This design comes from an exercise in tuning for small area, a short achievable clock period and few clock cycles per item on the open sky130 flow, not from production work. Function was checked by simulation only, so behaviour that the tests miss may differ from the original.

==> flow/design.v, too long to show whole: its modules and the start of the top module <==
// module sun_stage: 3550 lines
module sun_stage (
    input  wire        clk,
    input  wire        rst,
    input  wire        in_valid,
    output wire        in_ready,
    input  wire        in_safe,
    input  wire [15:0] in_s,
    input  wire [15:0] in_g,
    input  wire [15:0] in_red,
    input  wire [15:0] in_grn,
    input  wire [15:0] in_blu,
    output wire        out_valid,
    input  wire        out_ready,
    output wire [15:0] out_red,
    output wire [15:0] out_grn,
    output wire [15:0] out_blu
);
  // ...
==> flow/flow/run.sh <==
#!/bin/bash
set -euo pipefail
sed -e 's/SETUP_SLACK_MARGIN=[0-9.]*/SETUP_SLACK_MARGIN=8/' standard.sh > standard_tight.sh
bash standard_tight.sh > standard.log 2>&1
==> flow/standard.sh <==
#!/bin/bash
# synth_recipe.tcl (not shown) runs the flow's synth.tcl, then flattens the netlist and writes it again
# the make line also repeats each setting of config.mk as NAME=value (left out here)
make -C /OpenROAD-flow-scripts/flow DESIGN_CONFIG=/design/flow/config.mk WORK_HOME=/design/flow/orfs CLKGATE_MAP_FILE= SYNTH_SCRIPT=/design/flow/synth_recipe.tcl "${@:-finish}"
==> flow/config.mk <==
export PLATFORM = sky130hd
export DESIGN_NAME = sun_stage
export DESIGN_NICKNAME = sun_stage
export VERILOG_FILES = /design/flow/design.v
export SDC_FILE = /design/flow/constraint.sdc
export NUM_CORES = 4
export LEC_CHECK = 0
export ABC_CLOCK_PERIOD_IN_PS = 4000
export CAP_MARGIN = 20
export CORE_MARGIN = 2
export CORE_UTILIZATION = 55
export SETUP_SLACK_MARGIN = 5
export SLEW_MARGIN = 20
==> flow/constraint.sdc <==
create_clock -name core_clock -period 12.0 [get_ports {clk}]
set_input_delay 2.4000 -clock core_clock [delete_from_list [all_inputs] [get_ports {clk}]]
set_output_delay 2.4000 -clock core_clock [all_outputs]
set_load 0.01 [all_outputs]
==> flow_metrics.py, run 1 <==
metrics = {
    "outcome": {
        "run_status": "finished clean",
    },
    "grt": {
        "use_met1": 0.318,
        "grt_pass1_vias": 90200,
        "gr-usage-met2": 0.375,
        "grt_usage": 0.229,
    },
    "route": {
        "routed_via_density": 5.33,
        "drc": 0,
        "wl_met3_microns": 16400,
        "drtIter0Drc": 5033,
    },
    "layout": {
        "nMultiInputCombCells": 7264,
        "buffers": 641,
        "area_delta_synth_final_pct": 13.3,
        "design_area_sq_um": 168000,
        "nClkBuffers": 333,
        "multi_input_area_sq_um": 68800,
    },
    "sta": {
        "finalHoldWorstSlack_ps": 402,
        "fin_ws_ps": 7750,
        "hold_viol_final": 0,
        "fin_crit_sh": 0.354,
    },
    "critical_path": {
        "crit_fanout": 3,
        "critPathMostFrequentCell": "a21o_1",
        "path_depth": 15,
        "rr_endpoint": "xg12[13]$_DFFE_PP_",
        "rrSetupSlack_ps": 7750,
    },
    "synthesis": {
        "synth_top_area_cell": "edfxtp_1",
        "synthMuxAreaShare": 0.00703,
        "synth-main-ff-cell": "edfxtp_1",
        "synth-edff-count": 2440,
    },
    "place": {
        "gp_congestion": 0.881,
    },
    "die": {
        "coreArea_sq_um": 268000,
        "nWellTaps": 3552,
        "initial_core_util": 0.553,
        "pin_count": 135,
    },
    "clocking": {
        "cts_sinks": 2459,
        "cts_buffer_depth": 4,
        "h-tree-depth": 5,
        "numCtsBuffers": 277,
        "clkLatencyLatePin_ps": 900,
    },
    "hold_path": {
        "min-delay-path-class": "reg -> reg",
    },
}
Testbench counts, summed over its fixed seeds: cycles 24,136, items 24,000.
==> run 2: changes to the inputs <==
==> flow/run.sh (new file) <==
#!/bin/bash
# synth_recipe.tcl (not shown) runs the flow's synth.tcl, then flattens the netlist and writes it again
# the make line also repeats each setting of config.mk as NAME=value (left out here)
make -C /OpenROAD-flow-scripts/flow DESIGN_CONFIG=/design/flow/config.mk WORK_HOME=/design/flow/orfs CLKGATE_MAP_FILE= SYNTH_SCRIPT=/design/flow/synth_recipe.tcl finish
removed: flow/flow/run.sh
removed: flow/standard.sh
==> run 2 against run 1 <==
Net effect: still clean on timing, DRC and antenna; non-clock buffer count decreased by 455; die area unchanged; sequential share of layout area increased by 1.5 points; area after synthesis unchanged; via count decreased by 2.5%; critical path type unchanged; largest cell class unchanged.
==> flow_metrics.py, run 2 <==
metrics = {
    "outcome": {
        "run_status": "finished clean",
    },
    "layout": {
        "layout_common_cells": "edfxtp_1 (2440), inv_1 (1699), fa_1 (1158)",
        "area_delta_synth_final_pct": 9.55,
        "drive_gt1_frac": 0.0476,
        "mostFrequentLayoutCell": "edfxtp_1",
        "multi_input_area_sq_um": 67600,
        "regArea_sq_um": 73700,
        "final_nets": 14100,
        "fillers": 21000,
    },
    "sta": {
        "fmax_mhz": 193,
        "skew_ps": 46.5,
        "tightest_slew_ps": 1120,
        "finalMaxSlewViolations": 0,
        "relSlewSlack": 0.254,
        "fin_ws_ps": 6820,
        "setup_tns_ps": 0,
        "fin_crit_sh": 0.432,
        "min_period_ps": 5180,
        "setup_violations": 0,
        "rsz0062_at_grt": "false",
        "hold_viol_final": 0,
    },
    "clocking": {
        "post-cts-setup-buffers": 0,
        "h-tree-depth": 5,
        "cts_hold_buf": 0,
        "tritoncts": "yes",
        "cts_sinks": 2459,
        "path_clk_slew_ps": 60,
        "cts_root_buf": "clkbuf_16",
        "numCtsBuffers": 276,
        "cts_resized": 0,
        "cts_buffer_depth": 4,
        "clkLatencyLatePin_ps": 880,
    },
    "run": {
        "cap_violations": 0,
    },
    "grt": {
        "use_met3": 0.0329,
        "grt_overflow_total": 0,
        "grt_first_pass_wirelength_microns": 485000,
        "grt_usage": 0.226,
        "antenna_found_initial": 5,
        "use_met1": 0.312,
        "grt_pass1_vias": 88900,
        "gr-usage-met2": 0.371,
        "grt_max_degree": 180,
        "grt-busiest-layer": "met2",
    },
    "critical_path": {
        "crit_required_ps": 12600,
        "cp-startpoint": "snt11[5]$_DFFE_PP_",
        "timing.rr.start": "snt11[5]$_DFFE_PP_",
        "cp-end-kind": "register",
        "crit_fanout": 5,
        "crit_arrival_ps": 5790,
        "start_kind": "register",
        "setup.worst_path.class": "reg -> reg",
        "rrSetupSlack_ps": 6820,
    },
    "synthesis": {
        "syn_inst": 11700,
        "synth-simple-area-share": 0.0924,
        "yosysTopAreaCellShare": 0.493,
        "synth_top_family_by_area": "adder cells",
        "synthMuxAreaShare": 0.00703,
        "avgSynthCellArea_sq_um": 12.7,
        "synth-edff-count": 2440,
        "syn_area_sq_um": 149000,
        "synth_warnings": 1,
        "synth_xor_area_frac": 0.0572,
        "synth_fa_ha_area_frac": 0.238,
        "synth-main-ff-cell": "edfxtp_1",
        "synthTopCellsByArea": "edfxtp_1 (49%), fa_1 (16%), ha_1 (8.1%)",
        "synth_top_area_cell": "edfxtp_1",
        "syn_nets": 13900,
        "synthArstFlopShare": 0,
        "yosysSeqAreaShare": 0.496,
        "netlist-cell-type-count": 81,
        "synth-compound-area-share": 0.0599,
        "synthTopCellsByCount": "edfxtp_1 (2440), inv_1 (1700), fa_1 (1158), ha_1 (967), and2_1 (875)",
        "ys_ff_latch": 2459,
        "yosysMostFrequentCell": "edfxtp_1",
    },
    "route": {
        "routed_via_density": 5.35,
        "wl_per_cell_microns": 19.3,
        "drtIter0Drc": 5099,
        "antenna_left": 0,
        "num_vias": 83800,
        "drc": 0,
        "firstDrtPassIters": 5,
        "totalWireLength_microns": 302000,
    },
    "die": {
        "initial_core_util": 0.553,
        "die-area_sq_um": 274000,
        "coreArea_sq_um": 268000,
        "pin_count": 135,
        "die_w_microns": 524,
        "placementRows": 190,
        "fp.dieH_microns": 524,
    },
    "hold_path": {
        "hp-start": "su9[4]$_DFFE_PP_",
        "min-delay-path-class": "reg -> reg",
    },
    "place": {
        "gp_congestion": 0.858,
        "io_buffers": 134,
        "dp_hpwl_microns": 226000,
        "place_worst_setup_slack_ps": 6880,
    },
}
run 2: layout make-up:
| cell class | instances | area share |
|---|---|---|
| Tap cell | 3552 | 0.0273 |
| Clock buffer | 339 | 0.0457 |
| Timing Repair Buffer | 186 | 0.0108 |
| Antenna cell | 3 | 0.0000461 |
| Inverter | 1700 | 0.0392 |
| Clock inverter | 154 | 0.00885 |
| Sequential cell | 2459 | 0.453 |
| Multi-Input combinational cell | 7264 | 0.415 |
run 2: stage by stage:
stage          std cells  cell area, sq um  hold slack, ps   util
4_1_cts            15700            163000             394  0.606
2_1_floorplan      11700            149000             400      -
5_1_grt            15700            163000             414  0.606
3_5_place_dp       15200            154000             405  0.573
3_3_place_gp       15200            154000             402  0.573
6_report           15700            163000             402  0.606
run 2: worst paths after layout:
check / endpoint / depth (start not counted)
max: xg12[11]$_DFFE_PP_ / 15
min: su10[4]$_DFFE_PP_ / 0
max reg2reg: xg12[11]$_DFFE_PP_ / 15
min reg2reg: su10[4]$_DFFE_PP_ / 0
run 2: layer usage:
layer / part of all wire / wire [microns] / vias up
li1: - / - / 39900
met5: 0 / 0 / -
met3: 0.050 / 15100 / 463
met4: 0.030 / 9170 / 0
met2: 0.47 / 143000 / 1770
met1: 0.45 / 135000 / 41700
run 2: logic make-up after synthesis:
logic type	Yosys count
and+or+nand+nor	2675
DFF	2459
adders and majority gates	2125
buffers and inverters	1982
AOI/OAI and AO/OA	1396
xor gates and xnor gates	970
muxes	98
run 2: worst max-delay path: stages, from the launching register on:
cell and delay, ps:
edfxtp_1 500, fa_1 590, inv_1 80, ha_1 280, inv_1 60, fa_1 460, ha_1 300, a21o_1 160
a21o_1 170, a221oi_1 870, a31oi_1 320, o41a_1 430, a21oi_1 230, o21bai_1 120, a21o_1 190, xor2_1 140
==> run 3: changes to the inputs <==
==> flow/flow/run.sh (new file) <==
#!/bin/bash
set -euo pipefail
sed -e 's/SETUP_SLACK_MARGIN=[0-9.]*/SETUP_SLACK_MARGIN=8.5/' standard.sh > standard_tight.sh
bash standard_tight.sh > standard.log 2>&1
==> flow/standard.sh (new file) <==
#!/bin/bash
# synth_recipe.tcl (not shown) runs the flow's synth.tcl, then flattens the netlist and writes it again
# the make line also repeats each setting of config.mk as NAME=value (left out here)
make -C /OpenROAD-flow-scripts/flow DESIGN_CONFIG=/design/flow/config.mk WORK_HOME=/design/flow/orfs CLKGATE_MAP_FILE= SYNTH_SCRIPT=/design/flow/synth_recipe.tcl "${@:-finish}"
--- a/flow/config.mk
+++ b/flow/config.mk
@@ -8,6 +8,6 @@
 export ABC_CLOCK_PERIOD_IN_PS = 4000
 export CAP_MARGIN = 20
 export CORE_MARGIN = 2
-export CORE_UTILIZATION = 55
+export CORE_UTILIZATION = 65
 export SETUP_SLACK_MARGIN = 5
 export SLEW_MARGIN = 20
removed: flow/run.sh
==> run 3 against run 2 <==
Net effect: synthesized cell count stayed put; critical path type unchanged; setup slack better by 910 ps; sequential share of layout area shrank 2.9 points; global-route usage rose by 5.6 points; register-to-register slack gained 910 ps; non-clock buffer count up 828; flip-flop and latch count did not move; clock skew rose by 31 ps; maximum frequency up 21%; largest cell class unchanged.
==> flow_metrics.py, run 3 <==
metrics = {
    "outcome": {
        "run_status": "finished clean",
    },
    "layout": {
        "drive_gt1_frac": 0.187,
        "final_nets": 14900,
        "final-instance-count-excl-fill": 15900,
        "fillers": 14000,
        "utilization": 0.764,
        "area_delta_synth_final_pct": 16.9,
        "mostFrequentLayoutCell": "edfxtp_1",
        "layout_common_cells": "edfxtp_1 (2440), inv_1 (1519), fa_1 (936)",
        "design_area_sq_um": 174000,
    },
    "route": {
        "drtIter0Drc": 6064,
        "antenna_left": 0,
        "totalWireLength_microns": 327000,
        "routed_via_density": 5.65,
        "wl_per_cell_microns": 20.5,
        "drc": 0,
        "firstDrtPassIters": 6,
        "num_vias": 89900,
    },
    "sta": {
        "setup_violations": 0,
        "tightest_slew_ps": 1010,
        "fin_ws_ps": 7730,
        "skew_ps": 77.9,
        "finalMaxSlewViolations": 0,
        "relSlewSlack": 0.325,
        "hold_viol_final": 0,
        "fin_crit_sh": 0.356,
        "min_period_ps": 4270,
        "fmax_mhz": 234,
        "setup_tns_ps": 0,
        "finalHoldWorstSlack_ps": 398,
        "rsz0062_at_grt": "true",
    },
    "grt": {
        "use_met3": 0.0466,
        "grt_usage": 0.282,
        "grt_overflow_total": 0,
        "gr-usage-met2": 0.468,
        "grt_max_degree": 95,
        "grt_pass1_vias": 94200,
        "grt_first_pass_wirelength_microns": 508000,
        "antenna_found_initial": 8,
        "use_met1": 0.374,
        "grt-busiest-layer": "met2",
    },
    "synthesis": {
        "yosysMostFrequentCell": "edfxtp_1",
        "synth_warnings": 1,
        "syn_inst": 11700,
        "yosysSeqAreaShare": 0.496,
        "avgSynthCellArea_sq_um": 12.7,
        "syn_area_sq_um": 149000,
        "synth-edff-count": 2440,
        "yosysTopAreaCellShare": 0.493,
        "synthTopCellsByCount": "edfxtp_1 (2440), inv_1 (1700), fa_1 (1158), ha_1 (967), and2_1 (875)",
        "syn_nets": 13900,
        "synthTopCellsByArea": "edfxtp_1 (49%), fa_1 (16%), ha_1 (8.1%)",
        "ys_ff_latch": 2459,
        "synthArstFlopShare": 0,
        "netlist-cell-type-count": 81,
        "synth_top_area_cell": "edfxtp_1",
        "synth-main-ff-cell": "edfxtp_1",
    },
    "critical_path": {
        "crit_fanout": 4,
        "crit_slowest_cell": "fa_1",
        "start_kind": "register",
        "path_cells": "fa_1 > inv_2 > ha_4 > inv_2 > fa_1 > ha_4 > a21o_1 > a21o_1 > a221oi_4 > buf_12 > a31oi_4 > o41a_1 > a21oi_2 > o21bai_1 > a21o_1 > xor2_1",
        "cp.buffers_inverters": 3,
        "crit_required_ps": 12640,
        "crit_family": "compound AO/OA/AOI/OAI gates",
        "setup.worst_path.class": "reg -> reg",
        "cp-end-kind": "register",
        "rrSetupSlack_ps": 7730,
        "max_stage_delay_ps": 550,
        "critPathMostFrequentCell": "a21o_1",
        "crit_arrival_ps": 4920,
    },
    "clocking": {
        "cts_root_buf": "clkbuf_16",
        "cts_sinks": 2459,
        "clkLatencyLatePin_ps": 960,
        "h-tree-depth": 5,
        "path_clk_slew_ps": 60,
        "numCtsBuffers": 276,
        "tritoncts": "yes",
        "cts_buffer_depth": 4,
    },
    "place": {
        "dp.cells": 14600,
        "dp_hpwl_microns": 224000,
        "place_worst_setup_slack_ps": 7420,
        "post_dp_cell_area_sq_um": 154000,
        "gp_congestion": 0.893,
        "io_buffers": 134,
    },
    "die": {
        "pin_count": 135,
        "die-area_sq_um": 232000,
        "fp.dieH_microns": 482,
        "placementRows": 175,
        "die_w_microns": 482,
        "initial_core_util": 0.654,
        "coreArea_sq_um": 227000,
    },
    "hold_path": {
        "min-delay-path-class": "reg -> reg",
    },
    "run": {
        "cap_violations": 0,
    },
}
-- run 3: cell types whose count changed in the layout (fill, tap and decap cells not counted), sizes merged --
cell,previous run,this run
buf,52,927
bufbuf,0,3
bufinv,22,23
clkbuf,339,320
clkdlybuf4s50,134,84
clkinv,108,101
clkinvlp,8,11
diode,3,2
inv,1716,1710
-- run 3: final timing paths --
| kind | startpoint | to | depth (start not counted) |
|---|---|---|---|
| hold / removal | su8[0]$_DFFE_PP_ | su9[0]$_DFFE_PP_ | 0 |
| setup reg to reg | snt11[1]$_DFFE_PP_ | xg12[11]$_DFFE_PP_ | 16 |
| hold reg to reg | su8[0]$_DFFE_PP_ | su9[0]$_DFFE_PP_ | 0 |
| setup / recovery | snt11[1]$_DFFE_PP_ | xg12[11]$_DFFE_PP_ | 16 |
-- run 3: cells by family (layout without fill, tap and decap cells) --
group                    Yosys count  count (layout)  synth area share
flip-flops                      2459            2459             0.496
buffers and inverters           1982            3179            0.0501
XOR/XNOR                         970             970            0.0572
AO/OA/AOI/OAI                   1396            1396            0.0599
AND/OR/NAND/NOR                 2675            2675            0.0924
other                              0               2                 0
adder cells (fa/ha/maj)         2125            2125             0.238
multiplexers                      98              98           0.00703
-- run 3: what timing repair did --
action                                 CTS  global route
buffers inserted                       602           215
cloned                                  12             0
endpoints found under the hold margin    0             0
gates resized for setup                933           613
setup endpoints to repair              407           438
hold buffers                             0             0
pin swaps                              408           438
-- run 3: final cells by class --
class | count | area (sq um) | area share
Antenna cell | 2 | 5.00 | 0.0000288
Tap cell | 3009 | 3760 | 0.0217
Clock buffer | 320 | 7160 | 0.0412
Multi-Input combinational cell | 7264 | 71700 | 0.413
Clock inverter | 145 | 1330 | 0.00768
Sequential cell | 2459 | 73700 | 0.424
Inverter | 1700 | 6380 | 0.0367
Timing Repair Buffer | 1014 | 9640 | 0.0555
-- run 3: metal layers --
metal,vias up,routed length [microns]
met5,-,0
met4,0,14400
met3,779,20200
met2,2849,159000
met1,44700,133000
li1,41600,-

==> static timing again, ports no longer ideal <==
In the flow no input, the clock included, has a driving cell. The finished layouts below were timed again as built, in two steps. Step 1, drivers: a clkbuf_16 drives clk and a buf_2 each remaining input, both assumed. Step 2 also shifts input and output timing later by t, the mid clock arrival at the registers, as if the neighbouring blocks saw the same clock. a / b / c = ideal / step 1 / step 2; a / b = the first two.
| run | t (ns) | setup slack, ns | worst setup path after step 2 | worst data-port slew with drivers (ns) |
|---|---|---|---|---|
| run 1 | 0.975 | 7.752 / 7.752 / 7.144 | input to register | 0.04 |
| run 2 | 0.949 | 6.819 / 6.819 / 6.819 | register to register | 0.05 |
| run 3 | 1.014 | 7.727 / 7.727 / 7.637 | input to register | 0.06 |
After both steps every run listed still meets setup and hold. For run 1, which loses most, drivers alone change the setup slack by 0.000 ns; drivers and shift together by -0.608 ns.
